This design comes from an exercise in tuning for small area, a short achievable clock period and few clock cycles on the open sky130 flow, not from production work. RTL that was checked went through simulation tests only; none was proved equivalent to the original.

## red
==> flow/design.v (excerpt) <==
module ite_cmac (
    input  wire         clk,
    input  wire         rst,
    output reg          ready,
    input  wire         key_load,
    input  wire [255:0] key,
    output reg          kcv_valid,
    output wire [23:0]  kcv,
    input  wire         msg_start,
    input  wire [15:0]  tenant,
    input  wire [15:0]  ns,
    input  wire [63:0]  lba,
    input  wire [31:0]  zgen,
    input  wire [31:0]  key_id,
    input  wire         blk_valid,
    output reg          blk_ready,
    input  wire [127:0] blk_data,
    output reg          tag_valid,
    output wire [127:0] tag
);
Size: about 710 I/O pins, about 0.062 mm² of cells after synthesis.
export LEC_CHECK = 0
export CAP_MARGIN = 20
export CELL_PAD_IN_SITES_DETAIL_PLACEMENT = 0
export CELL_PAD_IN_SITES_GLOBAL_PLACEMENT = 0
export CORE_MARGIN = 2
export CORE_UTILIZATION = 50
export PLACE_DENSITY = 0.65
export SLEW_MARGIN = 20
export SYNTH_HIERARCHICAL = 1
create_clock -name core_clock -period 10.0 [get_ports {clk}]
run.sh (not shown) runs the stock make flow with config.mk's settings and CLKGATE_MAP_FILE= SYNTH_SCRIPT=/design/flow/synth_recipe.tcl, a recipe that flattens the netlist after the stock synthesis.
red ran to completion and came out clean on the timing, design-rule and antenna checks.
Relative to red, the following input files were edited for blue:
- SETUP_SLACK_MARGIN: unset -> 5
## What came out
The log for blue ends in global routing (5_1_grt) with error GRT-0232, so the run never completed.
red: done, clean on timing, DRC and antenna
On pre-CTS setup slack, the lower figure sits with red, not blue.
Comparing blue and red, the lower number of buffers created by CTS was measured on red.
From red to blue the numbers moved as follows: mux share of post-synthesis cell area stayed essentially flat, HPWL after detailed placement rose by about 0.5%.
In terms of cell count after placement, red and blue differ only marginally.
Sequential area share after synthesis across blue and red: no real change.
Comparing blue and red, number of cells upsized or downsized after cts is lower on red.
From blue to red, synthesized cell count did not move at all.
No run of this note included a check of the RTL's function; only the layout flow was run.

========
Another version of the RTL of ite_cmac (not shown whole).
Size in the first run: roughly 0.064 mm^2 of cells after synthesis.
Design ite_cmac, start of the top module:
module ite_cmac (
    input  wire         clk,
    input  wire         rst,
    output reg          ready,
    input  wire         key_load,
    input  wire [255:0] key,
    output reg          kcv_valid,
    output wire [23:0]  kcv,
    input  wire         msg_start,
    input  wire [15:0]  tenant,
    input  wire [15:0]  ns,
    input  wire [63:0]  lba,
    input  wire [31:0]  zgen,
    input  wire [31:0]  key_id,
    input  wire         blk_valid,
    output reg          blk_ready,
    input  wire [127:0] blk_data,
    output reg          tag_valid,
    output wire [127:0] tag
);
    localparam [1:0] K_L   = 2'd0,     
                     K_KCV = 2'd1,     
                     K_MSG = 2'd2;     
    reg          busy;         
    reg          waiting;      
    reg          kstart;       
    reg          kcap;         
    reg          k1start;      
    reg  [1:0]   kind;
    reg  [3:0]   rnd;          
    reg          last;         
    reg  [8:0]   blk;          
    reg  [127:0] state;        
    reg  [255:0] key_r;        
    reg  [255:0] kw;           
    reg  [127:0] k1;           
    reg  [31:0]  kid;          
    function [7:0] xtime;
        input [7:0] b;
        xtime = {b[6:0], 1'b0} ^ (b[7] ? 8'h1b : 8'h00);
    endfunction
    function [15:0] le16;
        input [15:0] v;
        le16 = {v[7:0], v[15:8]};
    endfunction
    function [31:0] le32;
        input [31:0] v;
        le32 = {v[7:0], v[15:8], v[23:16], v[31:24]};
    endfunction
    function [63:0] le64;
        input [63:0] v;
        le64 = {le32(v[31:0]), le32(v[63:32])};
    endfunction
    genvar g;
    wire [31:0] kw_last = kw[31:0];
    wire [31:0] kw_sub;
    aes_sbox u_ks0 (.a(kw_last[31:24]), .y(kw_sub[31:24]));
    aes_sbox u_ks1 (.a(kw_last[23:16]), .y(kw_sub[23:16]));
    aes_sbox u_ks2 (.a(kw_last[15:8]),  .y(kw_sub[15:8]));
    aes_sbox u_ks3 (.a(kw_last[7:0]),   .y(kw_sub[7:0]));
    reg [7:0] rcon;
    always @(*) begin
        case (rnd[3:1])
            3'd0:    rcon = 8'h01;    
            3'd1:    rcon = 8'h02;    
            3'd2:    rcon = 8'h04;
            3'd3:    rcon = 8'h08;
            3'd4:    rcon = 8'h10;
            3'd5:    rcon = 8'h20;
            default: rcon = 8'h40;    
  ...
export LEC_CHECK = 0
export CAP_MARGIN = 20
export CELL_PAD_IN_SITES_DETAIL_PLACEMENT = 0
export CELL_PAD_IN_SITES_GLOBAL_PLACEMENT = 0
export CORE_MARGIN = 2
export CORE_UTILIZATION = 50
export PLACE_DENSITY = 0.65
export SETUP_SLACK_MARGIN = 4.7
export SLEW_MARGIN = 20
export SYNTH_HIERARCHICAL = 1
create_clock -name core_clock -period 10.0 [get_ports {clk}]
standard.sh (not shown) runs the stock make flow with config.mk's settings and CLKGATE_MAP_FILE= SYNTH_SCRIPT=/design/flow/synth_recipe.tcl, a recipe that flattens the netlist after the stock synthesis.
==> flow/flow/run.sh <==
#!/bin/bash
set -o pipefail
export BUFFER_PORTS_ARGS="-buffer_cell sky130_fd_sc_hd__buf_1"
bash standard.sh finish > standard_flow.log 2>&1
status=$?
echo "standard.sh exit status $status"
exit $status
Testbench counts at the start, summed over its fixed seeds: cycles 115,872.
Next try:
GPL_TIMING_DRIVEN = 1   (was unset)
SETUP_SLACK_MARGIN = 4.5   (was 4.7)
Result:
- cell area came out lower by 3.1%
- via count came out lower by 1.8%
- count of clock-buffer cells in the layout is unchanged
- worst setup slack got worse by 0.12 ns
- hold slack barely changes
- utilization came out lower by 1.9 points
Next try:
CTS_CLUSTER_DIAMETER = 80   (was unset)
CTS_CLUSTER_SIZE = 30   (was unset)
GPL_TIMING_DRIVEN = unset   (was 1)
Effect: Area after synthesis is unchanged. Count of clock-buffer cells in the layout came out lower by 67. Final area is lower by 0.89%. Routed wire length shrinks by 0.69%. Register-to-register slack improved by 0.05 ns. Sequential share of layout area is higher by 0.26 points. Die area stays the same.

-- static timing again, ports no longer ideal --
Ports are ideal in the flow. The routed layouts listed here were re-timed in OpenROAD.
Step 1: set_driving_cell puts a clkbuf_16 on clk and a buf_2 on each other input, an assumption about the parent block.
Step 2 moves the port delays by t, midway between the first and last clock arrival at a register: inputs arrive t later, outputs are due t later. That takes back most of the time a late clock gives input paths.
Slacks: ideal ports / drivers / drivers and shift; pairs: ideal ports / drivers.
| run | shift t [ns] | slack for setup (ns) | worst register clock-pin slew, ns | worst slew at a driven data input, ns |
|---|---|---|---|---|
| red | 0.821 | 1.463 / 1.463 / 1.463 | 0.07 / 0.07 | 0.11 |
| the first run of note 2 | 0.814 | 4.716 / 4.716 / 4.716 | 0.07 / 0.07 | 0.19 |
| the second run of note 2 | 0.810 | 4.600 / 4.600 / 4.600 | 0.07 / 0.07 | 0.18 |
| the third run of note 2 | 0.782 | 4.652 / 4.652 / 4.652 | 0.12 / 0.12 | 0.17 |
After both steps setup and hold are still met in every run listed.
